This is an optimization exercise on Yosys and OpenROAD, whose aim is small area, a short achievable clock period and few clock cycles per item, not a production implementation.
At most, simulation tests tie the RTL to the original design; equivalence was not proved.
No functional check of the RTL was part of runs 2 to 4.
Power is estimated from default activity; no workload was simulated.

==> flow/design.v <==
module c1_ldpc_enc (
    input  wire        clk,
    input  wire        rst,
    input  wire        in_valid,
    output wire        in_ready,
    input  wire [31:0] in_data,
    output wire        out_valid,
    input  wire        out_ready,
    output wire [31:0] out_data,
    output wire        out_last
);
    localparam integer NIN  = 108;    
    localparam integer NOUT = 12;     
    localparam [27*7-1:0] SHIFT_0 = {
        7'd71, 7'd34, 7'd125, 7'd88, 7'd51, 7'd14, 7'd105, 7'd68, 7'd31,
        7'd122, 7'd85, 7'd48, 7'd11, 7'd102, 7'd65, 7'd28, 7'd119, 7'd82,
        7'd45, 7'd8, 7'd99, 7'd62, 7'd25, 7'd116, 7'd79, 7'd42, 7'd5
    };
    localparam [27*7-1:0] SHIFT_1 = {
        7'd31, 7'd85, 7'd11, 7'd65, 7'd119, 7'd45, 7'd99, 7'd25, 7'd79,
        7'd5, 7'd59, 7'd113, 7'd39, 7'd93, 7'd19, 7'd73, 7'd127, 7'd53,
        7'd107, 7'd33, 7'd87, 7'd13, 7'd67, 7'd121, 7'd47, 7'd101, 7'd27
    };
    localparam [27*7-1:0] SHIFT_2 = {
        7'd73, 7'd53, 7'd33, 7'd13, 7'd121, 7'd101, 7'd81, 7'd61, 7'd41,
        7'd21, 7'd1, 7'd109, 7'd89, 7'd69, 7'd49, 7'd29, 7'd9, 7'd117,
        7'd97, 7'd77, 7'd57, 7'd37, 7'd17, 7'd125, 7'd105, 7'd85, 7'd65
    };
    function [127:0] rotl(input [127:0] x, input [6:0] n);
        reg [255:0] d;
        begin
            d = {x, x} << n;
            rotl = d[255:128];
        end
    endfunction
    reg [127:0] acc0, acc1, acc2;     
    reg         emitting;
    reg [6:0]   in_cnt;               
    reg [3:0]   out_cnt;              
    wire        take = in_valid && !emitting;
    wire        give = out_ready && emitting;
    wire [4:0]   col  = in_cnt[6:2];
    wire [1:0]   q    = in_cnt[1:0];
    wire [127:0] word = {96'd0, in_data};
    wire [6:0]   amt0 = {q, 5'd0} - SHIFT_0[7*col +: 7];
    wire [6:0]   amt1 = {q, 5'd0} - SHIFT_1[7*col +: 7];
    wire [6:0]   amt2 = {q, 5'd0} - SHIFT_2[7*col +: 7];
    wire [127:0] add0 = rotl(word, amt0);
    wire [127:0] add1 = rotl(word, amt1);
    wire [127:0] add2 = rotl(word, amt2);
    wire [127:0] p0 = acc0;
    wire [127:0] p1 = acc1 ^ {p0[63:0], p0[127:64]};
    wire [127:0] p2 = acc2 ^ {p0[31:0], p0[127:32]} ^ {p1[95:0], p1[127:96]};
    wire [383:0] parity = {p2, p1, p0};
    always @(posedge clk) begin
        if (rst) begin
            acc0     <= 128'd0;
            acc1     <= 128'd0;
            acc2     <= 128'd0;
            emitting <= 1'b0;
            in_cnt   <= 7'd0;
            out_cnt  <= 4'd0;
        end else if (take) begin
            acc0 <= acc0 ^ add0;
            acc1 <= acc1 ^ add1;
            acc2 <= acc2 ^ add2;
            if (in_cnt == NIN - 1) begin
                in_cnt   <= 7'd0;
                emitting <= 1'b1;
            end else begin
                in_cnt <= in_cnt + 7'd1;
            end
        end else if (give) begin
            if (out_cnt == NOUT - 1) begin
                out_cnt  <= 4'd0;
                emitting <= 1'b0;
                acc0     <= 128'd0;
                acc1     <= 128'd0;
                acc2     <= 128'd0;
            end else begin
                out_cnt <= out_cnt + 4'd1;
            end
        end
    end
    assign in_ready  = !emitting;
    assign out_valid = emitting;
    assign out_data  = parity[32*out_cnt +: 32];
    assign out_last  = emitting && (out_cnt == NOUT - 1);
endmodule
==> flow/run.sh <==
#!/bin/bash
# synth_recipe.tcl (not shown) runs the flow's synth.tcl, then flattens the netlist and writes it again
# the make line also repeats each setting of config.mk as NAME=value (left out here)
make -C /OpenROAD-flow-scripts/flow DESIGN_CONFIG=/design/flow/config.mk WORK_HOME=/design/flow/orfs CLKGATE_MAP_FILE= SYNTH_SCRIPT=/design/flow/synth_recipe.tcl finish
==> flow/config.mk <==
export PLATFORM = sky130hd
export DESIGN_NAME = c1_ldpc_enc
export DESIGN_NICKNAME = c1_ldpc_enc
export VERILOG_FILES = /design/flow/design.v
export SDC_FILE = /design/flow/constraint.sdc
export NUM_CORES = 4
export LEC_CHECK = 0
export CAP_MARGIN = 20
export CORE_MARGIN = 2
export CORE_UTILIZATION = 40
export PLACE_DENSITY = 0.6
export SETUP_SLACK_MARGIN = 0.5
export SLEW_MARGIN = 20
==> flow/constraint.sdc <==
create_clock -name core_clock -period 5.5 [get_ports {clk}]
set_input_delay 1.1000 -clock core_clock [delete_from_list [all_inputs] [get_ports {clk}]]
set_output_delay 1.1000 -clock core_clock [all_outputs]
set_load 0.01 [all_outputs]
==> key figures, run 1 <==
Floorplan
  • Die span in x: 282 µm
  • Starting Density: 40.2%
  • Cell Rows: 102
  • Core Region: 77,100 µm²
  • Die Y: 282 µm
  • Top Ports: 71
  • Die area: 79,800 µm²

Global routing
  • Largest net degree at the start of global routing: 108
  • Initial antenna violation count: 1
  • Grt ovf: 0
  • First-pass GRT wire length: 216,000 µm
  • Vias in the first global route: 28,600
  • Tot GR Track Use: 37.9%

STA
  • RSZ-0062 raised after global routing: false
  • Slew Limit Fails: 0
  • Setup TNS: 0 ns
  • Post-Route Skew: 0.0302 ns
  • Slew @ Worst Pin: 1.16 ns
  • Crit share post-route: 88.8%
  • Relative slew slack: 21.9%
  • Endpoints failing setup: 0
  • Final hold vios: 0
  • Crit path time final: 4.88 ns
  • Peak Freq: 205 MHz

Setup path
  • CP endpoint kind: register
  • CP cell instances: inv_1 > a2111oi_0 > a21oi_1 > ha_1 > a41o_1 > xor2_2 > nand2_2 > buf_4 > a211oi_1 > xnor2_1 > nor2_1
  • Worst setup SP type: register
  • WP data arrival: 5.36 ns
  • Setup CP Type: reg -> reg
  • Reg2reg start: in_cnt[6]
  • Reg2Reg Depth: 11
  • Critical-path top delay cell: dfxtp_1
  • Worst Path Max Fanout: 19
  • WP buf/inv: 2
  • Slowest stage delay, CP: 0.82 ns
  • Crit-path leading delay family: compound AO/OA/AOI/OAI gates
  • Reg-to-reg setup timing slack: 0.62 ns
  • End of the worst register-to-register path: acc1[119]
  • Worst EP required: 5.98 ns

Worst hold path
  • HP Start: acc2[126]
  • Hold path endpoint: acc2[126]
  • Min-Delay Path Depth: 2
  • Worst hold path type: reg -> reg

Cells and area
  • Most frequent cells in the layout: nor2_1, dfxtp_1, xnor2_1
  • Most common library cell in the layout ignoring fill and taps: nor2_1
  • Synthesis-to-finish area growth: 13.3%
  • Final layout net count: 3,769
  • Layout cell share with drive strength beyond 1: 15.0%
  • FILL cells: 7,731

Placed design
  • Gpl congestion: 1.08
  • # port buffers: 70
  • Post-detail-place hpwl: 120,000 µm

Clock network
  • # H-tree levels: 2
  • Skew-Pair Late Insertion Delay: 0.63 ns
  • Root Driver: clkbuf_16
  • TritonCTS Buffers: 48
  • CTS clk-pin slew, worst paths: 0.06 ns
  • CTS Hold Buffers Added: 0
  • CTS tree: yes
  • Maximum buffer depth of the clock tree: 3
  • Clk sinks: 396

Run status
  • Outcome: finished clean

Logic synthesis
  • Number of flops mapped to enable cells by yosys: 0
  • Syn Nets: 3,729
  • Sequential-to-total area share from yosys stat: 25.6%
  • Syn Inst Count: 3,678
  • Syn Area/Cell: 8.43 µm²
  • Synth cell types: 105
  • Synthesis warning total: 1
  • FFs w/ async S/R, synth: 0%
  • Main synth FF type: dfxtp_1
  • Number of synthesized register bits: 396
  • Area of the mapped netlist: 31,000 µm²

Power
  • PwrDens: 260 nW/µm²
  • Static Leak: 12.9 nW
  • Pwr Total: 0.00914 W
  • Worst vdd rail ir drop: 262 µV

Detailed routing
  • First DRT Iteration DRCs: 4,252
  • DRT Pass-1 Iters: 8
  • # DRC: 0
  • Post-route ant nets: 0
  • Vias per cell: 6.50
  • Routed WL: 155,000 µm
  • Vias: 31,200
  • Avg WL per Cell: 32.3 µm

Run
  • Total of max-cap violations: 0
how the worst max path moves through the flow:
| stage | start | to | depth (start not counted) |
|---|---|---|---|
| final | in_cnt[6] | acc1[119] | 11 |
| after global routing | in_cnt[5] | acc2[119] | 15 |
| after CTS | in_cnt[2] | acc0[80] | 13 |
| after detailed placement | in_cnt[2] | acc0[80] | 13 |
| after global placement | in_cnt[2] | acc0[71] | 13 |
| after floorplan | in_cnt[4] | acc1[32] | 22 |
cell usage after synthesis, types with 15 or more instances:
| master | instances | share of area (%) |
|---|---|---|
| mux4_2 | 132 | 9.6 |
| a22oi_1 | 75 | 1.8 |
| o22ai_1 | 157 | 3.2 |
| xor2_1 | 220 | 6.2 |
| clkbuf_1 | 157 | 1.9 |
| buf_1 | 26 | 0.31 |
| mux2_2 | 31 | 1.1 |
| o21ai_0 | 143 | 2.3 |
| nor2_1 | 488 | 5.9 |
| o221ai_1 | 16 | 0.45 |
| inv_1 | 23 | 0.28 |
| nand2b_1 | 15 | 0.30 |
| xnor2_1 | 349 | 9.9 |
| a211oi_1 | 37 | 0.90 |
| o211ai_1 | 60 | 1.5 |
| buf_4 | 17 | 0.41 |
| nand2_1 | 289 | 3.5 |
| mux2i_1 | 184 | 5.9 |
| nor3_1 | 60 | 0.97 |
| buf_2 | 70 | 1.1 |
| and2_1 | 23 | 0.46 |
| dfxtp_1 | 396 | 26 |
| ha_1 | 15 | 0.61 |
| a221oi_1 | 15 | 0.42 |
| a31oi_1 | 25 | 0.50 |
| and3_1 | 27 | 0.54 |
| or3_1 | 84 | 1.7 |
| nand3_1 | 62 | 1.0 |
| o21ai_1 | 25 | 0.40 |
| a21oi_1 | 181 | 2.9 |
cells by family (layout without fill, tap and decap cells):
| family | Yosys count | count (layout) | share of synthesized area (%) |
|---|---|---|---|
| adder cells (fa/ha/maj) | 15 | 15 | 0.605 |
| flip-flops | 396 | 396 | 25.6 |
| buffers and inverters | 313 | 388 | 4.62 |
| XOR/XNOR | 580 | 580 | 16.7 |
| other | 0 | 1 | 0 |
| multiplexers | 350 | 350 | 16.9 |
| AO/OA/AOI/OAI | 898 | 899 | 19.4 |
| AND/OR/NAND/NOR | 1126 | 1126 | 16.3 |
layout make-up:
type,instances,area [µm²],share of cell area (%)
timing repair buffer,275,2340,6.66
tap,1040,1300,3.70
clock buffer,66,1380,3.93
inverter,27,101,0.288
clock inverter,20,183,0.520
multi-input combinational,2970,21900,62.3
sequential,396,7940,22.6
antenna,1,2.50,0.00712
sequential cells by signal (all words and copies together) (netlist names):
signal and cells:
acc2 128, acc1 128, emitting 1, acc0 128, out_cnt 4, in_cnt 7
timing repair:
| item | 4_1_cts | 5_1_grt |
|---|---|---|
| setup endpoints to repair | 19 | 97 |
| setup buffers | 1 | 6 |
| resized for setup | 8 | 20 |
| pin swaps | 2 | 3 |
| gates cloned | 1 | 0 |
per-layer routing:
layer	part of all wire, %	global-route usage [%]	vias to the layer above	wire, µm
met5	0.0084	0	-	13
met4	8.1	24.5	2	12500
met2	42	56.6	2030	64800
met3	11	9.29	509	16800
met1	39	48.8	15200	60800
li1	-	-	13400	-
report_power, final:
part,internal (W),total [W],switching [W]
combinational,0.000961,0.00249,0.00153
clock,0.00181,0.00325,0.00143
sequential,0.00309,0.00341,0.000320
total,0.00586,0.00914,0.00328
metrics by stage:
stage | util [%] | std cells | hold WS (ns) | cell area (µm²) | worst slack, ns
global route | 45.6 | 4794 | 0.517 | 35200 | 0.495
detailed placement | 43.3 | 4700 | 0.492 | 33400 | 0.305
finish | 45.6 | 4795 | 0.497 | 35200 | 0.619
CTS | 45.4 | 4788 | 0.499 | 35000 | 0.480
floorplan | - | 3678 | 0.465 | 31000 | 1.13
global placement | 43.3 | 4700 | 0.481 | 33400 | 0.405
worst register-to-register path, delay by kind of cell (launching register included):
| family | cells | cell delay, ns |
|---|---|---|
| compound gates | 4 | 1.47 |
| flops | 1 | 0.82 |
| fa+ha+maj | 1 | 0.48 |
| xor+xnor | 2 | 0.76 |
| buf+inv | 2 | 0.67 |
| simple gates | 2 | 0.53 |
Testbench counts, summed over its fixed seeds: cycles 30,720, words 256.
==> inputs of run 2 (changes only) <==
==> flow/design.v (replaced) <==
module c1_ldpc_enc (
    input  wire        clk,
    input  wire        rst,
    input  wire        in_valid,
    output wire        in_ready,
    input  wire [31:0] in_data,
    output wire        out_valid,
    input  wire        out_ready,
    output wire [31:0] out_data,
    output wire        out_last
);
    localparam integer RX0 = 123, RX1 = 86, RX2 = 12;
    localparam integer OFF0 = 108, OFF1 = 105, OFF2 = 93;
    reg [127:0] r0, r1, r2;
    reg         out_mode;         
    reg  [6:0]  wcnt;             
    reg  [1:0]  ph;               
    reg  [3:0]  v;                
    reg         rdy;
    reg  [31:0] obuf;
    reg         ov, olast;
    wire take   = in_valid && rdy;
    wire load   = out_mode && (!ov || out_ready) && (ph == v[1:0]);
    wire clr    = rst || (load && v == 4'd11);
    wire rot_x  = !rst && take && (wcnt[1:0] == 2'd3);
    wire rot_32 = !clr && !rot_x;
    wire [127:0] x  = {96'd0, take ? in_data : 32'd0};
    wire [127:0] u0 = r0 ^ x;
    wire [127:0] u1 = r1 ^ x;
    wire [127:0] u2 = r2 ^ x;
    genvar p;
    generate
        for (p = 0; p < 128; p = p + 1) begin : g_rot
            always @(posedge clk) begin
                r0[p] <= (rot_32 & u0[(p + 32) % 128]) | (rot_x & u0[(p + RX0) % 128]);
                r1[p] <= (rot_32 & u1[(p + 32) % 128]) | (rot_x & u1[(p + RX1) % 128]);
                r2[p] <= (rot_32 & u2[(p + 32) % 128]) | (rot_x & u2[(p + RX2) % 128]);
            end
        end
    endgenerate
    wire [31:0] w0, w1, w2;
    generate
        for (p = 0; p < 32; p = p + 1) begin : g_word
            assign w0[p] = r0[(OFF0 + p) % 128];
            assign w1[p] = r1[(OFF1 + p) % 128] ^ r0[(OFF0 + 64 + p) % 128];
            assign w2[p] = r2[(OFF2 + p) % 128] ^ r1[(OFF1 + 96 + p) % 128];
        end
    endgenerate
    wire [31:0] word = v[3] ? w2 : (v[2] ? w1 : w0);
    always @(posedge clk) begin
        if (rst) begin
            out_mode <= 1'b0;
            wcnt     <= 7'd0;
            ph       <= 2'd0;
            v        <= 4'd0;
            rdy      <= 1'b1;
            ov       <= 1'b0;
            olast    <= 1'b0;
        end else begin
            if (out_mode) begin
                ph <= ph + 2'd1;
                if (load) begin
                    v <= v + 4'd1;
                    if (v == 4'd11) begin
                        out_mode <= 1'b0;
                        v        <= 4'd0;
                        ph       <= 2'd0;
                        rdy      <= 1'b1;
                    end
                end
            end else if (take) begin
                if (wcnt == 7'd107) begin
                    wcnt     <= 7'd0;
                    out_mode <= 1'b1;
                    ph       <= 2'd0;
                    rdy      <= 1'b0;
                end else begin
                    wcnt <= wcnt + 7'd1;
                end
            end else if (wcnt != 7'd0) begin
                ph  <= ph + 2'd1;
                rdy <= (ph == 2'd3);
            end
            if (load) begin
                obuf  <= word;
                ov    <= 1'b1;
                olast <= (v == 4'd11);
            end else if (out_ready) begin
                ov <= 1'b0;
            end
        end
    end
    assign in_ready  = rdy;
    assign out_valid = ov;
    assign out_data  = obuf;
    assign out_last  = olast;
endmodule
==> run 2 against run 1 <==
Against the previous run: largest power group unchanged; maximum frequency rose by 48%; still clean on timing, DRC and antenna; design area fell by 49%; worst setup slack improved by 1.6 ns; power fell by 27%; critical path type is now in -> reg; largest cell class is now sequential cells; sequential power fell by 2%; non-clock buffer count fell by 191; hold slack got worse by 0.054 ns; first-iteration DRC count fell by 79%.
==> key figures, run 2 <==
Floorplan
  • Die span in x: 201 µm
  • Starting Density: 40.3%
  • Top Ports: 71
  • Cell Rows: 72
  • Core Region: 38,400 µm²
  • Die Y: 201 µm
  • Die area: 40,200 µm²

Global routing
  • First-pass GRT wire length: 63,500 µm
  • Tot GR Track Use: 20.3%
  • Largest net degree at the start of global routing: 115
  • Vias in the first global route: 10,500
  • Initial antenna violation count: 0
  • Grt ovf: 0

Power
  • Static Leak: 6.54 nW
  • PwrDens: 370 nW/µm²
  • Worst vdd rail ir drop: 229 µV

Cells and area
  • Design area: 18,000 µm²
  • Non-Filler Instances: 1,995
  • Layout cell share with drive strength beyond 1: 6.23%
  • Top flop regs: r0: 128 flops, r1: 128 flops, r2: 128 flops
  • Synthesis-to-finish area growth: 16.4%
  • Most frequent cells in the layout: dfxtp_1, a22o_1, nand2_1
  • Most common library cell in the layout ignoring fill and taps: dfxtp_1
  • Final layout net count: 1,481

STA
  • RSZ-0062 raised after global routing: false
  • Slew @ Worst Pin: 1.06 ns
  • Endpoints failing setup: 0
  • Final hold vios: 0
  • Peak Freq: 304 MHz
  • Fin Hold WS: 0.444 ns
  • Crit share post-route: 59.8%
  • Post-Route Skew: 0.0291 ns
  • Setup TNS: 0 ns
  • Crit path time final: 3.29 ns
  • Slew Limit Fails: 0
  • Relative slew slack: 29.2%

Setup path
  • Setup CP Type: in -> reg
  • WP data arrival: 3.77 ns
  • Crit-path leading delay family: simple AND/OR/NAND/NOR gates
  • Slowest stage delay, CP: 0.79 ns
  • CP endpoint kind: register
  • CP cell instances: clkdlybuf4s50_1 > and2_2 > and3b_4 > buf_12 > a22o_1
  • WP buf/inv: 2
  • Worst Path Max Fanout: 93
  • Worst setup SP type: input pin
  • Worst EP required: 5.99 ns
  • Critical-path top delay cell: and3b_4

Logic synthesis
  • Most common cell in the netlist: dfxtp_1
  • Syn Area/Cell: 10.9 µm²
  • FFs w/ async S/R, synth: 0%
  • Number of synthesized register bits: 433
  • Main synth FF type: dfxtp_1
  • Post-synth top cells: dfxtp_1, a22o_1, nand2_1, xor2_1, o21ai_0
  • Cell taking the most area after synthesis: dfxtp_1
  • Synthesis warning total: 1
  • Sequential-to-total area share from yosys stat: 58.2%
  • Area contributors post-synth: dfxtp_1, a22o_1, edfxtp_1, xor2_1, o2bb2ai_1
  • Share of the synthesized area in the top cell type: 51.9%
  • Synth cell types: 42
  • Area of the mapped netlist: 15,500 µm²
  • Number of flops mapped to enable cells by yosys: 32
  • Syn Nets: 1,460
  • Syn Inst Count: 1,420

Detailed routing
  • Vias per cell: 5.40
  • Vias: 10,800
  • First DRT Iteration DRCs: 878
  • Post-route ant nets: 0
  • Routed WL: 41,800 µm
  • Avg WL per Cell: 21.0 µm
  • DRT Pass-1 Iters: 5
  • # DRC: 0

Placed design
  • Gpl congestion: 0.818
  • # port buffers: 70
  • Placed cell area: 16,600 µm²
  • Post-detail-place hpwl: 28,100 µm
  • Placed instance count: 1,914

Clock network
  • CTS tree: yes
  • Root Driver: clkbuf_16
  • TritonCTS Buffers: 43
  • Skew-Pair Late Insertion Delay: 0.55 ns
  • CTS Hold Buffers Added: 0
  • # H-tree levels: 2
  • Setup Buffers After CTS: 0
  • Post-CTS Resized: 0
  • Maximum buffer depth of the clock tree: 3
  • Clk sinks: 433
  • CTS clk-pin slew, worst paths: 0.07 ns

Run status
  • Outcome: finished clean

Worst hold path
  • Worst hold path type: reg -> reg

Run
  • Total of max-cap violations: 0
run 2: cell count changes after synthesis, moves of 120 or more:
cell / change
o22ai_1: -145
xnor2_1: -283
mux4_2: -132
a22o_1: +197
xor2_1: -120
nor2_1: -415
nand2_1: -163
mux2i_1: -182
run 2: worst register-to-register path: cells and delay by family (launching register included):
kind | cells | cell delay [ns]
flip-flops | 1 | 0.31
AND/OR/NAND/NOR | 1 | 0.43
AO/OA/AOI/OAI | 2 | 0.50
buffers and inverters | 2 | 1.39
run 2: layout make-up:
cell class | instances | area, µm²
antenna | 1 | 2.50
clock buffer | 52 | 1170
clock inverter | 28 | 249
fill | 3641 | 20400
inverter | 4 | 15.0
multi-input combinational | 875 | 6010
sequential | 433 | 8990
tap | 518 | 648
timing repair buffer | 84 | 893
run 2: path summary, 6_finish.rpt:
path | from | end | slack, ns | depth (start not counted)
worst min register to register | r0[93] | r0[98] | 0.44 | 2
worst min-delay path | r0[93] | r0[98] | 0.44 | 2
worst max register to register | v[3] | r1[106] | 2.70 | 5
worst max-delay path | in_valid | r2[90] | 2.21 | 5
run 2: cell families (layout without fill, tap and decap cells):
group	Yosys count	in the layout	synth area share, %
AOI/OAI and AO/OA	469	469	22.6
DFF	433	433	58.2
xor gates and xnor gates	166	166	9.41
muxes	2	2	0.130
buffers and inverters	112	168	3.01
and+or+nand+nor	234	234	6.41
adders and majority gates	4	4	0.324
other	0	1	0
run 2: power by group:
part	leakage (nW)	switching [W]	internal [W]
Combinational	2.30	0.000215	0.000138
Sequential	3.53	0.0000848	0.00326
Clock	0.710	0.00124	0.00171
run 2: metrics by stage:
step	worst slack, ns	util, %	power [W]
floorplan	2.18	-	0.00361
global placement	1.74	43.2	0.00376
detailed placement	1.68	43.2	0.00377
CTS	2.23	46.9	0.00669
global route	2.01	46.9	0.00686
finish	2.21	46.9	0.00665
run 2: metal layers:
layer	up-vias	track usage, %	wire [µm]
met5	-	0	0
met4	0	6.16	1140
met3	65	2.79	1830
met2	247	31.4	18700
met1	5314	29.4	20100
li1	5144	-	-
==> inputs of run 3 (changes only) <==
==> flow/design.v (replaced) <==
module c1_ldpc_enc (
    input  wire        clk,
    input  wire        rst,
    input  wire        in_valid,
    output wire        in_ready,
    input  wire [31:0] in_data,
    output wire        out_valid,
    input  wire        out_ready,
    output wire [31:0] out_data,
    output wire        out_last
);
    localparam integer RX0 = 123, RX1 = 86, RX2 = 12;
    localparam integer OFF0 = 103, OFF1 = 63, OFF2 = 105;
    reg        rdy;               
    reg  [6:0] wcnt;              
    reg  [1:0] ph;                
    reg [31:0] sd;                
    reg        r32, rx;           
    reg        fin;               
    wire take = in_valid && rdy && !rst;
    wire q0   = (wcnt[1:0] == 2'd0);
    reg [127:0] r0, r1, r2;
    genvar p;
    generate
        for (p = 0; p < 128; p = p + 1) begin : g_rot
            if (p < 32) begin : g_win
                always @(posedge clk) begin
                    r0[p] <= ((r32 & r0[(p + 32) % 128]) | (rx & r0[(p + RX0) % 128])) ^ sd[p];
                    r1[p] <= ((r32 & r1[(p + 32) % 128]) | (rx & r1[(p + RX1) % 128])) ^ sd[p];
                    r2[p] <= ((r32 & r2[(p + 32) % 128]) | (rx & r2[(p + RX2) % 128])) ^ sd[p];
                end
            end else begin : g_mov
                always @(posedge clk) begin
                    r0[p] <= (r32 & r0[(p + 32) % 128]) | (rx & r0[(p + RX0) % 128]);
                    r1[p] <= (r32 & r1[(p + 32) % 128]) | (rx & r1[(p + RX1) % 128]);
                    r2[p] <= (r32 & r2[(p + 32) % 128]) | (rx & r2[(p + RX2) % 128]);
                end
            end
        end
    endgenerate
    reg        omode;             
    reg  [1:0] oph;               
    reg  [3:0] v;                 
    reg [31:0] obuf;
    reg        ov, olast;
    wire [31:0] w0, w1, w2;
    generate
        for (p = 0; p < 32; p = p + 1) begin : g_word
            assign w0[p] = r0[(OFF0 + p) % 128];
            assign w1[p] = r1[(OFF1 + p) % 128] ^ r0[(OFF0 + 64 + p) % 128];
            assign w2[p] = r2[(OFF2 + p) % 128] ^ r1[(OFF1 + 96 + p) % 128];
        end
    endgenerate
    wire [31:0] word = v[3] ? w2 : (v[2] ? w1 : w0);
    wire        load = omode && (!ov || out_ready) && (oph == v[1:0]);
    wire        done = load && (v == 4'd11);
    always @(posedge clk) begin
        sd  <= take ? in_data : 32'd0;
        r32 <= !(take && q0);
        rx  <= take && q0 && (wcnt != 7'd0);
        fin <= take && (wcnt == 7'd107);
        if (rst) begin
            rdy  <= 1'b1;
            wcnt <= 7'd0;
            ph   <= 2'd0;
        end else if (take) begin
            if (wcnt == 7'd107) begin
                wcnt <= 7'd0;
                rdy  <= 1'b0;
            end else begin
                wcnt <= wcnt + 7'd1;
            end
        end else if (rdy && wcnt != 7'd0) begin
            rdy <= 1'b0;
            ph  <= 2'd1;
        end else if (ph != 2'd0) begin
            ph <= ph + 2'd1;
            if (ph == 2'd3) rdy <= 1'b1;
        end else if (done) begin
            rdy <= 1'b1;
        end
    end
    always @(posedge clk) begin
        if (rst) begin
            omode <= 1'b0;
            oph   <= 2'd0;
            v     <= 4'd0;
            ov    <= 1'b0;
            olast <= 1'b0;
        end else begin
            oph <= oph + 2'd1;
            if (fin) begin
                omode <= 1'b1;
                oph   <= 2'd0;
            end else if (done) begin
                omode <= 1'b0;
            end
            if (load) begin
                obuf  <= word;
                ov    <= 1'b1;
                olast <= (v == 4'd11);
                v     <= (v == 4'd11) ? 4'd0 : v + 4'd1;
            end else if (out_ready) begin
                ov <= 1'b0;
            end
        end
    end
    assign in_ready  = rdy;
    assign out_valid = ov;
    assign out_data  = obuf;
    assign out_last  = olast;
endmodule
==> run 3 against run 2 <==
Against the previous run: first-iteration DRC count decreased by 9.2%; core utilization increased by 0.57 points; global-route usage decreased by 1.5 points; die area increased by 4.2%; worst setup slack improved by 0.51 ns; critical endpoint is now obuf[2]; clock power increased by 16%; critical path depth decreased by 1; via count decreased by 2.8%; hold slack improved by 0.0033 ns; critical path type unchanged.
==> key figures, run 3 <==
Logic synthesis
  • Number of synthesized register bits: 470
  • Synth cell types: 40
  • Area of the mapped netlist: 16,100 µm²
  • Main synth FF type: dfxtp_1
  • Syn Area/Cell: 12.0 µm²
  • Sequential-to-total area share from yosys stat: 60.4%
  • Share of the synthesized area in the top cell type: 54.4%
  • Most common cell in the netlist: dfxtp_1
  • Synthesis warning total: 1
  • Post-synth top cells: dfxtp_1, a22o_1, xnor2_1, a22oi_1, clkbuf_1
  • Syn Inst Count: 1,343
  • FFs w/ async S/R, synth: 0%
  • Cell taking the most area after synthesis: dfxtp_1
  • Area contributors post-synth: dfxtp_1, a22o_1, xnor2_1, edfxtp_1, a22oi_1
  • Syn Nets: 1,383
  • Number of flops mapped to enable cells by yosys: 32

Floorplan
  • Core Region: 39,700 µm²
  • Starting Density: 40.6%
  • Die span in x: 205 µm
  • Die Y: 205 µm
  • Die area: 41,900 µm²
  • Top Ports: 71
  • Cell Rows: 73

Power
  • PwrDens: 465 nW/µm²
  • Clock power frac: 39.1%
  • Comb pwr share: 10.3%
  • Sw frac: 25.2%
  • Psw: 0.00221 W
  • Register share of total power: 50.6%
  • Static Leak: 6.89 nW
  • P_int: 0.00656 W
  • Worst vdd rail ir drop: 253 µV

Global routing
  • Initial antenna violation count: 1
  • Vias in the first global route: 9,885
  • Grt ovf: 0
  • Tot GR Track Use: 18.8%
  • Largest net degree at the start of global routing: 223
  • First-pass GRT wire length: 60,100 µm

Placed design
  • Post-detail-place hpwl: 25,900 µm
  • Pre-CTS setup slack: 2.06 ns
  • # port buffers: 70
  • Gpl congestion: 0.789

STA
  • Final hold vios: 0
  • Setup TNS: 0 ns
  • Peak Freq: 359 MHz
  • Relative slew slack: 33.2%
  • Fin Hold WS: 0.447 ns
  • Setup WS post-layout: 2.72 ns
  • Post-Route Skew: 0.0235 ns
  • Crit path time final: 2.78 ns
  • Slew Limit Fails: 0
  • RSZ-0062 raised after global routing: false
  • Slew @ Worst Pin: 1.00 ns
  • Endpoints failing setup: 0
  • Crit share post-route: 50.6%

Detailed routing
  • # DRC: 0
  • DRT Pass-1 Iters: 5
  • First DRT Iteration DRCs: 797
  • Avg WL per Cell: 20.5 µm
  • Vias per cell: 5.43
  • Post-route ant nets: 0
  • Routed WL: 39,500 µm
  • Vias: 10,500

Clock network
  • Root Driver: clkbuf_16
  • Post-CTS Resized: 0
  • CTS tree: yes
  • Clk sinks: 470
  • CTS Hold Buffers Added: 0
  • Skew-Pair Late Insertion Delay: 0.60 ns
  • # H-tree levels: 2
  • TritonCTS Buffers: 49
  • CTS clk-pin slew, worst paths: 0.06 ns
  • Maximum buffer depth of the clock tree: 3
  • Setup Buffers After CTS: 0

Setup path
  • Worst Path Max Fanout: 32
  • Reg2reg start: v[1]
  • Worst setup SP type: input pin
  • Reg2Reg Depth: 3
  • WP data arrival: 2.99 ns
  • CP endpoint kind: register
  • Setup crit start: out_ready
  • Reg-to-reg setup timing slack: 3.22 ns
  • Worst EP required: 5.70 ns
  • End of the worst register-to-register path: obuf[2]
  • Setup CP Type: in -> reg

Cells and area
  • Most frequent cells in the layout: dfxtp_1, a22o_1, xnor2_1
  • Layout cell share with drive strength beyond 1: 6.56%
  • Synthesis-to-finish area growth: 17.0%
  • Post-layout util: 47.4%
  • Most common library cell in the layout ignoring fill and taps: dfxtp_1
  • Final layout net count: 1,404
  • Top flop regs: r0: 128 flops, r1: 128 flops, r2: 128 flops

Run status
  • Outcome: finished clean

Run
  • Total of max-cap violations: 0

Worst hold path
  • Hold path endpoint: r1[109]
  • Worst hold path type: reg -> reg
  • HP Start: r1[13]
  • Min-Delay Path Depth: 1
## run 3: layout make-up
cell class                 instances  area (µm²)
sequential                       470        9740
clock buffer                      74        1470
fill                            3581       20900
tap                              525         657
inverter                           8        30.0
timing repair buffer              77         803
multi-input combinational        758        5910
antenna                            1        2.50
clock inverter                    15         231
## run 3: worst max-delay path, stage by stage
cell             delay [ns]
clkdlybuf4s50_1        0.44
nand2b_1               0.13
nand4_1                0.41
nor2_4                 0.86
## run 3: layer usage
layer	part of all wire, %	vias up	routed length (µm)	track usage, %
met5	0	-	0	0
met4	2.2	0	881	6.11
met3	4.1	55	1620	2.70
met2	46	196	18100	29.3
met1	48	5195	18900	26.9
li1	-	5022	-	-
## run 3: worst max-delay path by stage
stage	endpoint	cells past startpoint
final	obuf[2]	4
after global routing	obuf[2]	4
after CTS	in_ready	1
after detailed placement	obuf[28]	4
after global placement	obuf[24]	4
after floorplan	obuf[0]	4
## run 3: kinds of logic (layout without fill, tap and decap cells)
group,after synthesis,after routing,share of synthesized area (%)
AO/OA/AOI/OAI,472,472,23.5
XOR/XNOR,167,167,9.12
adder cells (fa/ha/maj),4,4,0.311
buffers and inverters,115,174,2.98
flip-flops,470,470,60.4
multiplexers,1,1,0.0621
other,0,1,0
AND/OR/NAND/NOR,114,114,3.68
## run 3: through the flow
step,cells,instance area (µm²),total power (W)
6_report,1928,18800,0.00877
5_1_grt,1927,18800,0.00913
4_1_cts,1927,18800,0.00884
3_5_place_dp,1838,17100,0.00541
3_3_place_gp,1838,17100,0.00539
2_1_floorplan,1343,16100,0.00506
## run 3: power groups by stage
stage	clock (W)	combinational (W)	sequential, W
6_report	0.00343	0.000903	0.00444
5_1_grt	0.00364	0.000999	0.00449
4_1_cts	0.00349	0.000914	0.00443
3_5_place_dp	0	0.000905	0.00450
3_3_place_gp	0	0.000889	0.00450
2_1_floorplan	0	0.000756	0.00430
==> inputs of run 4 (changes only) <==
--- a/flow/design.v
+++ b/flow/design.v
@@ -14,20 +14,20 @@
     reg        rdy;               
     reg  [6:0] wcnt;              
     reg  [1:0] ph;                
-    reg [31:0] sd;                
+    reg        xdone;             
+    reg        busy;              
     reg        r32, rx;           
-    reg        fin;               
-    wire take = in_valid && rdy && !rst;
-    wire q0   = (wcnt[1:0] == 2'd0);
+    wire        take = in_valid && rdy && !rst;
+    wire [31:0] x    = take ? in_data : 32'd0;
     reg [127:0] r0, r1, r2;
     genvar p;
     generate
         for (p = 0; p < 128; p = p + 1) begin : g_rot
             if (p < 32) begin : g_win
                 always @(posedge clk) begin
-                    r0[p] <= ((r32 & r0[(p + 32) % 128]) | (rx & r0[(p + RX0) % 128])) ^ sd[p];
-                    r1[p] <= ((r32 & r1[(p + 32) % 128]) | (rx & r1[(p + RX1) % 128])) ^ sd[p];
-                    r2[p] <= ((r32 & r2[(p + 32) % 128]) | (rx & r2[(p + RX2) % 128])) ^ sd[p];
+                    r0[p] <= ((r32 & r0[(p + 32) % 128]) | (rx & r0[(p + RX0) % 128])) ^ x[p];
+                    r1[p] <= ((r32 & r1[(p + 32) % 128]) | (rx & r1[(p + RX1) % 128])) ^ x[p];
+                    r2[p] <= ((r32 & r2[(p + 32) % 128]) | (rx & r2[(p + RX2) % 128])) ^ x[p];
                 end
             end else begin : g_mov
                 always @(posedge clk) begin
@@ -54,30 +54,61 @@
     wire [31:0] word = v[3] ? w2 : (v[2] ? w1 : w0);
     wire        load = omode && (!ov || out_ready) && (oph == v[1:0]);
     wire        done = load && (v == 4'd11);
-    always @(posedge clk) begin
-        sd  <= take ? in_data : 32'd0;
-        r32 <= !(take && q0);
-        rx  <= take && q0 && (wcnt != 7'd0);
-        fin <= take && (wcnt == 7'd107);
-        if (rst) begin
-            rdy  <= 1'b1;
-            wcnt <= 7'd0;
-            ph   <= 2'd0;
-        end else if (take) begin
+    reg        n_rdy, n_xdone, n_busy;
+    reg  [6:0] n_wcnt;
+    reg  [1:0] n_ph;
+    always @(*) begin
+        n_rdy   = rdy;
+        n_wcnt  = wcnt;
+        n_ph    = ph;
+        n_xdone = xdone;
+        n_busy  = busy;
+        if (take) begin
+            n_xdone = 1'b0;
             if (wcnt == 7'd107) begin
-                wcnt <= 7'd0;
-                rdy  <= 1'b0;
+                n_wcnt = 7'd0;
+                n_rdy  = 1'b0;
+                n_busy = 1'b1;
             end else begin
-                wcnt <= wcnt + 7'd1;
+                n_wcnt = wcnt + 7'd1;
             end
         end else if (rdy && wcnt != 7'd0) begin
-            rdy <= 1'b0;
-            ph  <= 2'd1;
+            n_rdy = 1'b0;
+            n_ph  = 2'd1;
+            if (wcnt[1:0] == 2'd0) n_xdone = 1'b1;
         end else if (ph != 2'd0) begin
-            ph <= ph + 2'd1;
-            if (ph == 2'd3) rdy <= 1'b1;
-        end else if (done) begin
-            rdy <= 1'b1;
+            n_ph = ph + 2'd1;
+            if (ph == 2'd3) n_rdy = 1'b1;
+        end else if (busy && done) begin
+            n_busy = 1'b0;
+            n_rdy  = 1'b1;
+        end
+    end
+    always @(posedge clk) begin
+        if (rst) begin
+            rdy   <= 1'b1;
+            wcnt  <= 7'd0;
+            ph    <= 2'd0;
+            xdone <= 1'b0;
+            busy  <= 1'b0;
+            r32   <= 1'b0;
+            rx    <= 1'b0;
+        end else begin
+            rdy   <= n_rdy;
+            wcnt  <= n_wcnt;
+            ph    <= n_ph;
+            xdone <= n_xdone;
+            busy  <= n_busy;
+            if (!n_busy && n_wcnt == 7'd0) begin
+                r32 <= 1'b0;          
+                rx  <= 1'b0;
+            end else if (!n_busy && n_rdy && n_wcnt[1:0] == 2'd0 && !n_xdone) begin
+                r32 <= 1'b0;
+                rx  <= 1'b1;
+            end else begin
+                r32 <= 1'b1;
+                rx  <= 1'b0;
+            end
         end
     end
     always @(posedge clk) begin
@@ -89,7 +120,7 @@
             olast <= 1'b0;
         end else begin
             oph <= oph + 2'd1;
-            if (fin) begin
+            if (take && wcnt == 7'd107) begin
                 omode <= 1'b1;
                 oph   <= 2'd0;
             end else if (done) begin
==> run 4 against run 3 <==
Against the previous run: register-to-register slack about the same; final cell count increased by 0.88%; hold slack improved by 0.0092 ns; critical path depth increased by 1; area after synthesis is 3.1% lower; die area is 3.1% lower; count of clock-buffer cells in the layout is 2 lower; power down 24%; synthesized cell count rose by 2.2%; clock power decreased by 8.5%; highest routed layer unchanged.
==> key figures, run 4 <==
Run
  • Total of max-cap violations: 0

Setup path
  • End of the worst register-to-register path: obuf[9]
  • Critical Path Sink: r2[7]
  • Slowest stage delay, CP: 0.77 ns
  • Reg2Reg Depth: 5
  • Worst Path Max Fanout: 35
  • WP data arrival: 3.36 ns
  • Setup crit start: rst
  • Worst EP required: 5.93 ns
  • Setup CP Type: in -> reg
  • Reg2reg start: v[2]
  • CP cell instances: clkdlybuf4s50_1 > and3b_2 > buf_4 > nand2_1 > xor2_1
  • CP endpoint kind: register
  • Worst setup SP type: input pin
  • Reg-to-reg setup timing slack: 3.23 ns
  • Critical-path top delay cell: clkdlybuf4s50_1

Cells and area
  • Top flop regs: r0: 128 flops, r1: 128 flops, r2: 128 flops
  • Design area: 18,200 µm²
  • Synthesis-to-finish area growth: 16.7%
  • Final layout net count: 1,429
  • Post-layout util: 47.3%
  • Layout cell share with drive strength beyond 1: 6.24%
  • Most frequent cells in the layout: dfxtp_1, a22o_1, xor2_1
  • FILL cells: 3,653
  • Most common library cell in the layout ignoring fill and taps: dfxtp_1

Logic synthesis
  • Mux share of post-synthesis cell area: 0.160%
  • Syn Inst Count: 1,372
  • Post-synth top cells: dfxtp_1, a22o_1, xor2_1, a22oi_1, clkbuf_1
  • Post-Synth Simple-Gate Area: 4.43%
  • Syn Area/Cell: 11.4 µm²
  • Adder-Cell Fraction of Synth Area: 0.401%
  • Most common cell in the netlist: dfxtp_1
  • Syn Nets: 1,413
  • Post-synthesis compound-gate area fraction: 24.2%
  • Xor and xnor area share after synthesis: 9.48%
  • Synth cell types: 44
  • Area contributors post-synth: dfxtp_1, a22o_1, edfxtp_1, xor2_1, a22oi_1
  • Synthesis warning total: 1
  • Number of synthesized register bits: 439
  • Largest family of logic cells by synthesized area: compound AO/OA/AOI/OAI gates
  • Area of the mapped netlist: 15,600 µm²
  • Number of flops mapped to enable cells by yosys: 32
  • FFs w/ async S/R, synth: 0%
  • Cell taking the most area after synthesis: dfxtp_1
  • Sequential-to-total area share from yosys stat: 58.3%
  • Main synth FF type: dfxtp_1
  • Share of the synthesized area in the top cell type: 52.2%

Detailed routing
  • Routed WL: 40,800 µm
  • # DRC: 0
  • Vias: 10,600
  • First DRT Iteration DRCs: 757
  • Post-route ant nets: 0
  • Vias per cell: 5.43
  • Avg WL per Cell: 21.0 µm
  • DRT Pass-1 Iters: 5

Placed design
  • Post-detail-place hpwl: 27,600 µm
  • # port buffers: 70
  • Gpl congestion: 0.783
  • Placed cell area: 16,700 µm²

Clock network
  • Clk sinks: 439
  • TritonCTS Buffers: 46
  • CTS clk-pin slew, worst paths: 0.06 ns
  • Skew-Pair Late Insertion Delay: 0.55 ns
  • Post-CTS Resized: 0
  • Setup Buffers After CTS: 0
  • CTS tree: yes
  • Maximum buffer depth of the clock tree: 3
  • CTS Hold Buffers Added: 0
  • # H-tree levels: 2
  • Root Driver: clkbuf_16

Global routing
  • Vias in the first global route: 10,400
  • Initial antenna violation count: 2
  • First-pass GRT wire length: 62,400 µm
  • Grt ovf: 0
  • Tot GR Track Use: 19.9%
  • Largest net degree at the start of global routing: 174

STA
  • RSZ-0062 raised after global routing: false
  • Post-Route Skew: 0.0216 ns
  • Peak Freq: 340 MHz
  • Crit path time final: 2.94 ns
  • Fin Hold WS: 0.456 ns
  • Endpoints failing setup: 0
  • Slew Limit Fails: 0
  • Crit share post-route: 53.4%
  • Setup TNS: 0 ns
  • Final hold vios: 0
  • Relative slew slack: 32.1%
  • Slew @ Worst Pin: 1.02 ns

Power
  • Static Leak: 6.42 nW
  • PwrDens: 368 nW/µm²
  • Worst vdd rail ir drop: 197 µV

Run status
  • Outcome: finished clean

Floorplan
  • Starting Density: 40.5%
  • Die Y: 202 µm
  • Die area: 40,600 µm²
  • Die span in x: 202 µm
  • Core Region: 38,600 µm²
  • Top Ports: 71
  • Cell Rows: 72

Worst hold path
  • Worst hold path type: reg -> reg
## run 4: how the worst min path moves through the flow
stage	from	endpoint	slack, ns	cells after the start
2_1_floorplan	r0[34]	r0[39]	0.44	1
3_3_place_gp	r2[89]	r2[57]	0.44	1
3_5_place_dp	r0[14]	r0[110]	0.45	1
4_1_cts	r2[25]	r2[121]	0.46	1
5_1_grt	r2[89]	r2[57]	0.48	1
6_report	r2[25]	r2[121]	0.46	1
## run 4: per-stage QoR
stage	power, W	std cells	worst slack (ns)
floorplan	0.00353	1372	2.22
global placement	0.00363	1858	2.04
detailed placement	0.00363	1858	2.01
CTS	0.00676	1944	2.58
global route	0.00692	1944	2.41
finish	0.00670	1945	2.56
## run 4: power breakdown
part           switching, W  internal [W]  total (W)
sequential        0.0000601       0.00327    0.00333
combinational      0.000147     0.0000810   0.000228
clock               0.00125       0.00188    0.00314
total               0.00146       0.00524    0.00670
## run 4: final cells by class
class	instances	area (µm²)	share of cell area, %
timing repair buffer	80	826	4.53
sequential	439	9120	50.0
multi-input combinational	814	6050	33.2
clock inverter	14	160	0.879
tap	518	648	3.56
inverter	7	26.3	0.144
clock buffer	72	1390	7.64
antenna	1	2.50	0.0137
## run 4: worst max-delay path: cells and delay by family
family	cells	cell delay [ns]
buffers and inverters	2	1.22
XOR/XNOR	1	0.24
AND/OR/NAND/NOR	2	0.77
## run 4: cells by family after synthesis
kind of cell,Yosys count
buf+inv,119
xor+xnor,169
simple gates,157
compound gates,481
fa+ha+maj,5
flops,439
mux,2
## run 4: per-layer routing
layer  part of all wire (%)  GRT usage, %
met2                     46          31.3
met4                    2.2          5.65
met5                      0             0
met3                    4.5          3.21
met1                     48          28.3
==> inputs of run 5 (changes only) <==
--- a/flow/design.v
+++ b/flow/design.v
@@ -18,7 +18,7 @@
     reg        busy;              
     reg        r32, rx;           
     wire        take = in_valid && rdy && !rst;
-    wire [31:0] x    = take ? in_data : 32'd0;
+    wire [31:0] x    = (in_valid && rdy) ? in_data : 32'd0;    
     reg [127:0] r0, r1, r2;
     genvar p;
     generate
--- a/flow/config.mk
+++ b/flow/config.mk
@@ -9,5 +9,5 @@
 export CORE_MARGIN = 2
 export CORE_UTILIZATION = 40
 export PLACE_DENSITY = 0.6
-export SETUP_SLACK_MARGIN = 0.5
+export SETUP_SLACK_MARGIN = 3.5
 export SLEW_MARGIN = 20
==> run 5 against run 4 <==
Against the previous run: wire length rose by 1.4%; die area rose by 0.34%; core utilization barely moved; combinational power rose by 66%; worst setup slack improved by 0.67 ns; clock power fell by 6.7%; non-clock buffer count rose by 9; clock skew rose by 0.0045 ns; still clean; register-to-register slack improved by 0.38 ns.
==> key figures, run 5 <==
Cells and area
  • Most common library cell in the layout ignoring fill and taps: dfxtp_1
  • FILL cells: 3,506
  • Top flop regs: r0: 128 flops, r1: 128 flops, r2: 128 flops
  • Area of the multi-input gates: 6180 µm²
  • Final layout net count: 1,448
  • Antenna fix cells: 0
  • Layout cell share with drive strength beyond 1: 10.7%
  • Most frequent cells in the layout: dfxtp_1, a22o_1, a22oi_1, xor2_1, nor2_1
  • Reg area: 9130 µm²
  • Synthesis-to-finish area growth: 16.6%

Detailed routing
  • # DRC: 0
  • Vias: 10,800
  • Vias per cell: 5.52
  • Post-route ant nets: 0
  • Routed WL: 41,400 µm
  • Avg WL per Cell: 21.1 µm
  • DRT Pass-1 Iters: 7
  • First DRT Iteration DRCs: 957

Power
  • Worst vdd rail ir drop: 199 µV
  • Static Leak: 6.58 nW
  • PwrDens: 368 nW/µm²

Logic synthesis
  • Synth cell types: 51
  • Syn Inst Count: 1,380
  • Sequential-to-total area share from yosys stat: 58.1%
  • Most common cell in the netlist: dfxtp_1
  • Share of the synthesized area in the top cell type: 52.0%
  • Syn Area/Cell: 11.4 µm²
  • Syn Nets: 1,421
  • Main synth FF type: dfxtp_1
  • FFs w/ async S/R, synth: 0%
  • Area contributors post-synth: dfxtp_1, a22o_1, edfxtp_1, xor2_1, a22oi_1
  • Synthesis warning total: 1
  • Area of the mapped netlist: 15,700 µm²
  • Number of flops mapped to enable cells by yosys: 32
  • Cell taking the most area after synthesis: dfxtp_1
  • Number of synthesized register bits: 439
  • Post-synth top cells: dfxtp_1, a22o_1, a22oi_1, xor2_1, clkbuf_1

Clock network
  • CTS clk-pin slew, worst paths: 0.06 ns
  • Skew-Pair Late Insertion Delay: 0.56 ns
  • Clk sinks: 439
  • CTS tree: yes
  • Maximum buffer depth of the clock tree: 3
  • TritonCTS Buffers: 45
  • # H-tree levels: 2
  • Root Driver: clkbuf_16

Setup path
  • Worst Path Max Fanout: 1
  • WP buf/inv: 1
  • WP data arrival: 1.17 ns
  • Crit-path leading delay family: flip-flops
  • Worst EP required: 4.40 ns
  • Slowest stage delay, CP: 0.43 ns
  • CP endpoint kind: output pin
  • Worst setup SP type: register
  • CP cell instances: buf_2
  • Setup CP Type: reg -> out
  • Critical-path top delay cell: edfxtp_1

STA
  • Setup WS post-layout: 3.23 ns
  • Final hold vios: 0
  • Relative slew slack: 51.6%
  • Crit path time final: 2.27 ns
  • Slew @ Worst Pin: 0.726 ns
  • Post-Route Skew: 0.0262 ns
  • RSZ-0062 raised after global routing: true
  • Slew Limit Fails: 0
  • Setup TNS: 0 ns
  • Endpoints failing setup: 0
  • Peak Freq: 441 MHz
  • Crit share post-route: 41.2%

Floorplan
  • Die span in x: 202 µm
  • Cell Rows: 72
  • Starting Density: 40.5%
  • Core Region: 38,600 µm²
  • Die area: 40,800 µm²
  • Top Ports: 71
  • Die Y: 202 µm

Global routing
  • First-pass GRT wire length: 62,500 µm
  • Grt ovf: 0
  • Initial antenna violation count: 0
  • Tot GR Track Use: 19.8%
  • Largest net degree at the start of global routing: 176
  • Vias in the first global route: 10,400

Placed design
  • Post-detail-place hpwl: 26,600 µm
  • Gpl congestion: 0.835
  • Pre-CTS setup slack: 2.00 ns
  • # port buffers: 70

Run
  • Total of max-cap violations: 0

Worst hold path
  • Worst hold path type: reg -> reg

Run status
  • Outcome: finished clean
[run 5: timing repair]
item                                    in CTS  in global routing
hold buffers                                 0                  0
cloned                                       2                  0
endpoints found under the setup margin     178                 74
gates resized for setup                    167                 12
endpoints found under the hold margin        0                  0
pin swaps                                    2                  3
buffers inserted                             7                  3
[run 5: area by class of cell]
cell class,instances,area share (%)
clock buffer,71,7.42
multi-input combinational,821,33.8
inverter,11,0.226
sequential,439,50.0
timing repair buffer,89,4.64
clock inverter,12,0.384
tap,518,3.55
[run 5: routing by layer]
layer / vias up / part of all wire (%) / GRT usage, %
met1: 5410 / 47 / 27.9
met4: 0 / 2.0 / 5.54
li1: 5135 / - / -
met3: 46 / 4.8 / 3.11
met5: - / 0 / 0
met2: 239 / 46 / 31.7
[run 5: kinds of logic (layout without fill, tap and decap cells)]
family,Yosys count,after routing,synth area share (%)
AND/OR/NAND/NOR,159,160,4.66
XOR/XNOR,166,166,9.28
multiplexers,2,2,0.128
adder cells (fa/ha/maj),5,5,0.399
flip-flops,439,439,58.1
AO/OA/AOI/OAI,488,488,24.4
buffers and inverters,121,183,3.00
[run 5: report_power, final]
part           total [W]  internal (W)  switching, W  leakage, nW
Combinational   0.000379      0.000141      0.000238         2.26
Clock            0.00293       0.00169       0.00124        0.700
Sequential       0.00342       0.00332     0.0000987         3.62
Total            0.00673       0.00515       0.00158         6.58
[run 5: per-stage QoR]
step / total power (W) / hold WS (ns) / instances / utilization (%) / area, µm²
finish: 0.00673 / 0.451 / 1961 / 47.3 / 18300
global route: 0.00696 / 0.472 / 1961 / 47.3 / 18300
CTS: 0.00678 / 0.445 / 1958 / 47.1 / 18200
detailed placement: 0.00385 / 0.451 / 1866 / 43.3 / 16800
global placement: 0.00384 / 0.443 / 1866 / 43.3 / 16800
floorplan: 0.00370 / 0.440 / 1380 / - / 15700
[run 5: worst paths after layout]
path / start / end / slack, ns / depth (start not counted)
max: obuf[9] / out_data[9] / 3.23 / 1
min: r2[25] / r2[121] / 0.45 / 1
max reg2reg: wcnt[1] / rx / 3.61 / 7
min reg2reg: r2[25] / r2[121] / 0.45 / 1
Testbench counts of run 5, summed over its fixed seeds: cycles 30,728, words 256.
==> inputs of run 6 (changes only) <==
--- a/flow/config.mk
+++ b/flow/config.mk
@@ -7,7 +7,8 @@
 export LEC_CHECK = 0
 export CAP_MARGIN = 20
 export CORE_MARGIN = 2
-export CORE_UTILIZATION = 40
-export PLACE_DENSITY = 0.6
+export CORE_UTILIZATION = 65
+export CTS_BUF_LIST = sky130_fd_sc_hd__clkbuf_4 sky130_fd_sc_hd__clkbuf_8
+export PLACE_DENSITY = 0.7
 export SETUP_SLACK_MARGIN = 3.5
 export SLEW_MARGIN = 20
==> run 6 against run 5 <==
Against the previous run: still clean on timing, DRC and antenna; critical path depth unchanged; clock skew decreased by 0.011 ns; count of clock-buffer cells in the layout increased by 37; area after synthesis unchanged; clock power decreased by 4%.
==> key figures, run 6 <==
STA
  • Relative slew slack: 48.7%
  • Setup TNS: 0 ns
  • Post-Route Skew: 0.0150 ns
  • Endpoints failing setup: 0
  • Crit share post-route: 41.3%
  • Slew @ Worst Pin: 0.769 ns
  • Fin Hold WS: 0.459 ns
  • Setup WS post-layout: 3.23 ns
  • Slew Limit Fails: 0
  • Peak Freq: 440 MHz
  • RSZ-0062 raised after global routing: true
  • Crit path time final: 2.27 ns
  • Final hold vios: 0

Global routing
  • Largest net degree at the start of global routing: 107
  • First-pass GRT wire length: 62,300 µm
  • Tot GR Track Use: 31.8%
  • Vias in the first global route: 10,800
  • Grt ovf: 0
  • Initial antenna violation count: 0

Logic synthesis
  • Sequential-to-total area share from yosys stat: 58.1%
  • Synthesis warning total: 1
  • Area contributors post-synth: dfxtp_1, a22o_1, edfxtp_1, xor2_1, a22oi_1
  • Syn Nets: 1,421
  • Syn Inst Count: 1,380
  • Mux share of post-synthesis cell area: 0.128%
  • Syn Area/Cell: 11.4 µm²
  • Cell taking the most area after synthesis: dfxtp_1
  • Post-Synth Simple-Gate Area: 4.66%
  • Adder-Cell Fraction of Synth Area: 0.399%
  • Post-synth top cells: dfxtp_1, a22o_1, a22oi_1, xor2_1, clkbuf_1
  • Xor and xnor area share after synthesis: 9.28%
  • Number of synthesized register bits: 439
  • FFs w/ async S/R, synth: 0%
  • Main synth FF type: dfxtp_1
  • Largest family of logic cells by synthesized area: compound AO/OA/AOI/OAI gates
  • Post-synthesis compound-gate area fraction: 24.4%
  • Area of the mapped netlist: 15,700 µm²
  • Number of flops mapped to enable cells by yosys: 32
  • Synth cell types: 51
  • Share of the synthesized area in the top cell type: 52.0%
  • Most common cell in the netlist: dfxtp_1

Clock network
  • CTS Hold Buffers Added: 0
  • # H-tree levels: 3
  • Skew-Pair Late Insertion Delay: 0.58 ns
  • TritonCTS Buffers: 68
  • Clk sinks: 439
  • Maximum buffer depth of the clock tree: 3
  • CTS tree: yes
  • CTS clk-pin slew, worst paths: 0.06 ns
  • Root Driver: clkbuf_8

Detailed routing
  • First DRT Iteration DRCs: 1,293
  • Routed WL: 40,800 µm
  • DRT Pass-1 Iters: 5
  • # DRC: 0
  • Post-route ant nets: 0
  • Avg WL per Cell: 22.6 µm
  • Vias: 11,300
  • Vias per cell: 6.23

Power
  • Pwr Total: 0.00661 W
  • PwrDens: 365 nW/µm²
  • Worst vdd rail ir drop: 232 µV
  • Static Leak: 6.66 nW

Setup path
  • Worst Path Max Fanout: 1
  • Setup CP Type: reg -> out
  • Slowest stage delay, CP: 0.43 ns
  • CP cell instances: buf_2
  • WP buf/inv: 1
  • Critical-path top delay cell: edfxtp_1
  • Reg2Reg Depth: 5
  • CP endpoint kind: output pin
  • WP data arrival: 1.17 ns
  • Reg2reg start: v[2]
  • Worst setup SP type: register
  • Reg-to-reg setup timing slack: 3.55 ns
  • End of the worst register-to-register path: obuf[22]
  • Worst EP required: 4.40 ns
  • Crit-path leading delay family: flip-flops

Floorplan
  • Cell Rows: 56
  • Die span in x: 159 µm
  • Die area: 25,400 µm²
  • Top Ports: 71
  • Die Y: 159 µm
  • Core Region: 23,500 µm²
  • Starting Density: 66.5%

Placed design
  • Placed instance count: 1,672
  • Pre-CTS setup slack: 2.07 ns
  • Post-detail-place hpwl: 26,600 µm
  • # port buffers: 70
  • Gpl congestion: 0.825

Cells and area
  • Final layout net count: 1,480
  • Layout cell share with drive strength beyond 1: 14.6%
  • Most frequent cells in the layout: dfxtp_1, a22o_1, a22oi_1, xor2_1, clkbuf_8
  • Synthesis-to-finish area growth: 15.4%
  • Non-Filler Instances: 1,807
  • Antenna fix cells: 0
  • Top flop regs: r0: 128 flops, r1: 128 flops, r2: 128 flops
  • Most common library cell in the layout ignoring fill and taps: dfxtp_1

Worst hold path
  • Min-Delay Path Depth: 1
  • Hold path endpoint: r0[105]
  • Worst hold path type: reg -> reg
  • HP Start: r0[9]

Run status
  • Outcome: finished clean

Run
  • Total of max-cap violations: 0
-- run 6: cell count changes in the layout (fill, tap and decap cells not counted), moves of 2 or more --
cell and change:
clkinv_1 -2, buf_4 +7, clkbuf_16 -46, clkinvlp_4 +3
inv_6 -2, clkbuf_4 +19, buf_12 +2, clkbuf_1 -14
clkbuf_8 +78
-- run 6: worst max path at each step --
stage	from	end	slack [ns]	cells past startpoint
after floorplan	out_ready	obuf[0]	3.19	3
after global placement	in_valid	r2[23]	2.13	4
after detailed placement	in_valid	r1[30]	2.07	5
after CTS	obuf[31]	out_data[31]	3.23	1
after global routing	obuf[31]	out_data[31]	3.20	1
final	obuf[31]	out_data[31]	3.23	1
-- run 6: repair_timing --
item | CTS | global route
endpoints found under the setup margin | 179 | 39
gates resized for setup | 166 | 6
buffers inserted | 13 | 0
cloned | 3 | 0
pin swaps | 3 | 1
-- run 6: final cells by class --
cell class | instances | area, µm²
sequential | 439 | 9130
multi-input combinational | 822 | 6190
fill | 1589 | 5460
clock buffer | 108 | 1370
timing repair buffer | 97 | 888
tap | 319 | 399
clock inverter | 11 | 67.6
inverter | 11 | 41.3
-- run 6: where the power goes --
group / switching, W / internal, W / total (W)
Combinational: 0.000234 / 0.000140 / 0.000373
Clock: 0.00123 / 0.00158 / 0.00281
Sequential: 0.000103 / 0.00332 / 0.00342
-- run 6: stage by stage --
| stage | util [%] | area, µm² |
|---|---|---|
| after floorplan | - | 15700 |
| after global placement | 70.2 | 16500 |
| after detailed placement | 70.2 | 16500 |
| after CTS | 76.7 | 18100 |
| after global routing | 76.8 | 18100 |
| final | 76.8 | 18100 |
-- run 6: routing by layer --
metal / GRT usage [%] / share of wire (%) / vias up
met5: 0 / 0 / -
met3: 6.59 / 8.3 / 73
met1: 45.4 / 44 / 5518
li1: - / - / 5196
met2: 48.5 / 45 / 470
met4: 11.0 / 2.7 / 0
-- run 6: cell families after synthesis --
family          count (synthesis)
mux                             2
simple gates                  159
flops                         439
buf+inv                       121
compound gates                488
fa+ha+maj                       5
xor+xnor                      166
==> inputs of run 7 (changes only) <==
--- a/flow/config.mk
+++ b/flow/config.mk
@@ -8,7 +8,9 @@
 export CAP_MARGIN = 20
 export CORE_MARGIN = 2
 export CORE_UTILIZATION = 65
-export CTS_BUF_LIST = sky130_fd_sc_hd__clkbuf_4 sky130_fd_sc_hd__clkbuf_8
+export CTS_BUF_LIST = sky130_fd_sc_hd__clkbuf_16
+export CTS_CLUSTER_DIAMETER = 60
+export CTS_CLUSTER_SIZE = 20
 export PLACE_DENSITY = 0.7
 export SETUP_SLACK_MARGIN = 3.5
 export SLEW_MARGIN = 20
==> run 7 against run 6 <==
Against the previous run: area after synthesis unchanged; critical path type unchanged; synthesized cell count unchanged; via count down 2.4%; critical path depth unchanged; count of clock-buffer cells in the layout down 78; clock power down 25%; combinational power up 2%; clock skew up 0.0045 ns; wire length down 2.6%.
==> key figures, run 7 <==
Detailed routing
  • Post-route ant nets: 0
  • DRT Pass-1 Iters: 5
  • Routed WL: 39,700 µm
  • Vias: 11,000
  • First DRT Iteration DRCs: 1,222
  • # DRC: 0
  • Avg WL per Cell: 22.9 µm
  • Vias per cell: 6.32

Run status
  • Outcome: finished clean

Cells and area
  • FILL cells: 1,669
  • Most common library cell in the layout ignoring fill and taps: dfxtp_1
  • Antenna fix cells: 0
  • Top flop regs: r0: 128 flops, r1: 128 flops, r2: 128 flops
  • Synthesis-to-finish area growth: 11.9%
  • Layout cell share with drive strength beyond 1: 9.94%
  • Non-Filler Instances: 1,738
  • Most frequent cells in the layout: dfxtp_1, a22o_1, a22oi_1, xor2_1, nor2_1
  • Final layout net count: 1,442
  • Design area: 17,500 µm²

Logic synthesis
  • Syn Nets: 1,421
  • Syn Inst Count: 1,380
  • Number of flops mapped to enable cells by yosys: 32
  • Cell taking the most area after synthesis: dfxtp_1
  • Area contributors post-synth: dfxtp_1, a22o_1, edfxtp_1, xor2_1, a22oi_1
  • Post-synth top cells: dfxtp_1, a22o_1, a22oi_1, xor2_1, clkbuf_1
  • FFs w/ async S/R, synth: 0%
  • Main synth FF type: dfxtp_1
  • Syn Area/Cell: 11.4 µm²
  • Share of the synthesized area in the top cell type: 52.0%
  • Number of synthesized register bits: 439
  • Most common cell in the netlist: dfxtp_1
  • Sequential-to-total area share from yosys stat: 58.1%
  • Synthesis warning total: 1
  • Synth cell types: 51
  • Area of the mapped netlist: 15,700 µm²

Worst hold path
  • HP Start: r0[88]
  • Min-Delay Path Depth: 1
  • Worst hold path type: reg -> reg
  • Hold path endpoint: r0[56]

STA
  • Setup TNS: 0 ns
  • Setup WS post-layout: 3.22 ns
  • Peak Freq: 439 MHz
  • Crit path time final: 2.28 ns
  • Slew @ Worst Pin: 0.765 ns
  • Slew Limit Fails: 0
  • Post-Route Skew: 0.0195 ns
  • Relative slew slack: 49.0%
  • Crit share post-route: 41.4%
  • Fin Hold WS: 0.467 ns
  • Final hold vios: 0
  • RSZ-0062 raised after global routing: true
  • Endpoints failing setup: 0

Floorplan
  • Die area: 25,400 µm²
  • Top Ports: 71
  • Core Region: 23,500 µm²
  • Starting Density: 66.5%
  • Die Y: 159 µm
  • Cell Rows: 56
  • Die span in x: 159 µm

Setup path
  • Crit-path leading delay family: flip-flops
  • Reg-to-reg setup timing slack: 3.56 ns
  • Reg2Reg Depth: 5
  • Critical-path top delay cell: edfxtp_1
  • Slowest stage delay, CP: 0.44 ns
  • Reg2reg start: wcnt[3]
  • Worst EP required: 4.40 ns
  • CP cell instances: buf_2
  • WP buf/inv: 1
  • End of the worst register-to-register path: r32
  • Worst Path Max Fanout: 1
  • Setup CP Type: reg -> out
  • Worst setup SP type: register
  • CP endpoint kind: output pin
  • WP data arrival: 1.18 ns

Clock network
  • Skew-Pair Late Insertion Delay: 0.57 ns
  • TritonCTS Buffers: 29
  • # H-tree levels: 1
  • CTS clk-pin slew, worst paths: 0.08 ns
  • Clk sinks: 439
  • Root Driver: clkbuf_16
  • Maximum buffer depth of the clock tree: 3
  • CTS tree: yes

Placed design
  • Post-detail-place hpwl: 26,600 µm
  • # port buffers: 70
  • Placed instance count: 1,672
  • Placed cell area: 16,500 µm²
  • Gpl congestion: 0.825
  • Pre-CTS setup slack: 2.07 ns

Global routing
  • Vias in the first global route: 10,300
  • Grt ovf: 0
  • Largest net degree at the start of global routing: 107
  • Tot GR Track Use: 30.5%
  • First-pass GRT wire length: 60,300 µm
  • Initial antenna violation count: 0

Run
  • Total of max-cap violations: 0

Power
  • Worst vdd rail ir drop: 275 µV
  • PwrDens: 337 nW/µm²
  • Static Leak: 6.36 nW
## run 7: changes by cell type in the layout (fill, tap and decap cells not counted), moves of 2 or more
| cell | change |
|---|---|
| clkinv_2 | -5 |
| clkbuf_4 | -19 |
| clkbuf_8 | -89 |
| clkbuf_16 | +30 |
| clkinvlp_4 | -2 |
| inv_6 | +2 |
| clkinv_8 | +2 |
| inv_1 | +8 |
## run 7: layout make-up
type / instances / area, µm² / share of cell area [%]
inverters: 11 / 41.3 / 0.235
flip-flops and latches: 439 / 9130 / 52.1
well taps: 319 / 399 / 2.28
repair buffers: 98 / 880 / 5.02
clock buffers: 30 / 751 / 4.28
multi-input cells: 822 / 6200 / 35.3
clock inverters: 19 / 139 / 0.792
## run 7: power breakdown
| part | internal, W | switching (W) | total [W] |
|---|---|---|---|
| sequential | 0.00332 | 0.000102 | 0.00342 |
| clock | 0.00101 | 0.00111 | 0.00212 |
| combinational | 0.000144 | 0.000235 | 0.000379 |
## run 7: through the flow
step	total power [W]	util, %
global route	0.00610	74.5
finish	0.00591	74.5
floorplan	0.00370	-
CTS	0.00591	74.2
detailed placement	0.00384	70.2
global placement	0.00383	70.2
## run 7: how the worst max path moves through the flow
stage,slack (ns),to,cells after the start,from
4_1_cts,3.23,out_data[31],1,obuf[31]
3_3_place_gp,2.13,r2[23],4,in_valid
6_report,3.22,out_data[31],1,obuf[31]
3_5_place_dp,2.07,r1[30],5,in_valid
5_1_grt,3.21,out_data[31],1,obuf[31]
2_1_floorplan,3.19,obuf[0],3,out_ready
## run 7: logic make-up after synthesis
logic type	after synthesis	share of synthesized area, %
flip-flops	439	58.1
multiplexers	2	0.128
buffers and inverters	121	3.00
AO/OA/AOI/OAI	488	24.4
XOR/XNOR	166	9.28
adder cells (fa/ha/maj)	5	0.399
AND/OR/NAND/NOR	159	4.66
## run 7: layer usage
layer | up-vias | track usage [%] | part of all wire (%)
met5 | - | 0 | 0
met4 | 0 | 8.76 | 3.0
met3 | 63 | 5.34 | 7.7
met2 | 397 | 46.5 | 44
met1 | 5416 | 45.0 | 45
li1 | 5106 | - | -
## run 7: repair_timing
item / in CTS / in global routing
setup endpoints to repair: 180 / 39
resized for setup: 165 / 9
hold buffers: 0 / 0
pin swaps: 4 / 1
setup buffers: 11 / 4
endpoints found under the hold margin: 0 / 0
gates cloned: 2 / 0

[port drivers added, routing unchanged]
The flow's constraints put no driver on any port. The routed layouts listed below were extracted and timed again, unchanged, in two steps.
Step 1 sets driving cells, clkbuf_16 on the clock port and buf_2 on the other inputs (assumed; they add their load-dependent delay and slew).
Step 2, shift: input delay + t, output delay - t, t = (earliest + latest rising clock arrival at the registers) / 2. This alone moves slack from input paths to output paths.
Slacks: ideal / step 1 / step 2; pairs: ideal / step 1.
| run | t (ns) | setup slack, ns | slew at the worst register clock pin (ns) |
|---|---|---|---|
| run 1 | 0.684 | 0.619 / 0.619 / 0.503 | 0.07 / 0.07 |
| run 2 | 0.589 | 2.210 / 2.237 / 1.648 | 0.07 / 0.07 |
| run 3 | 0.637 | 2.716 / 2.668 / 2.097 | 0.06 / 0.06 |
| run 4 | 0.596 | 2.562 / 2.592 / 1.996 | 0.06 / 0.06 |
| run 5 | 0.597 | 3.234 / 3.180 / 3.043 | 0.06 / 0.06 |
| run 6 | 0.621 | 3.227 / 3.179 / 2.975 | 0.07 / 0.07 |
| run 7 | 0.609 | 3.222 / 3.172 / 3.015 | 0.08 / 0.08 |
After both steps setup and hold are still met in every run listed. For run 3, which loses most, drivers alone change the setup slack by -0.048 ns; drivers and shift together by -0.619 ns.
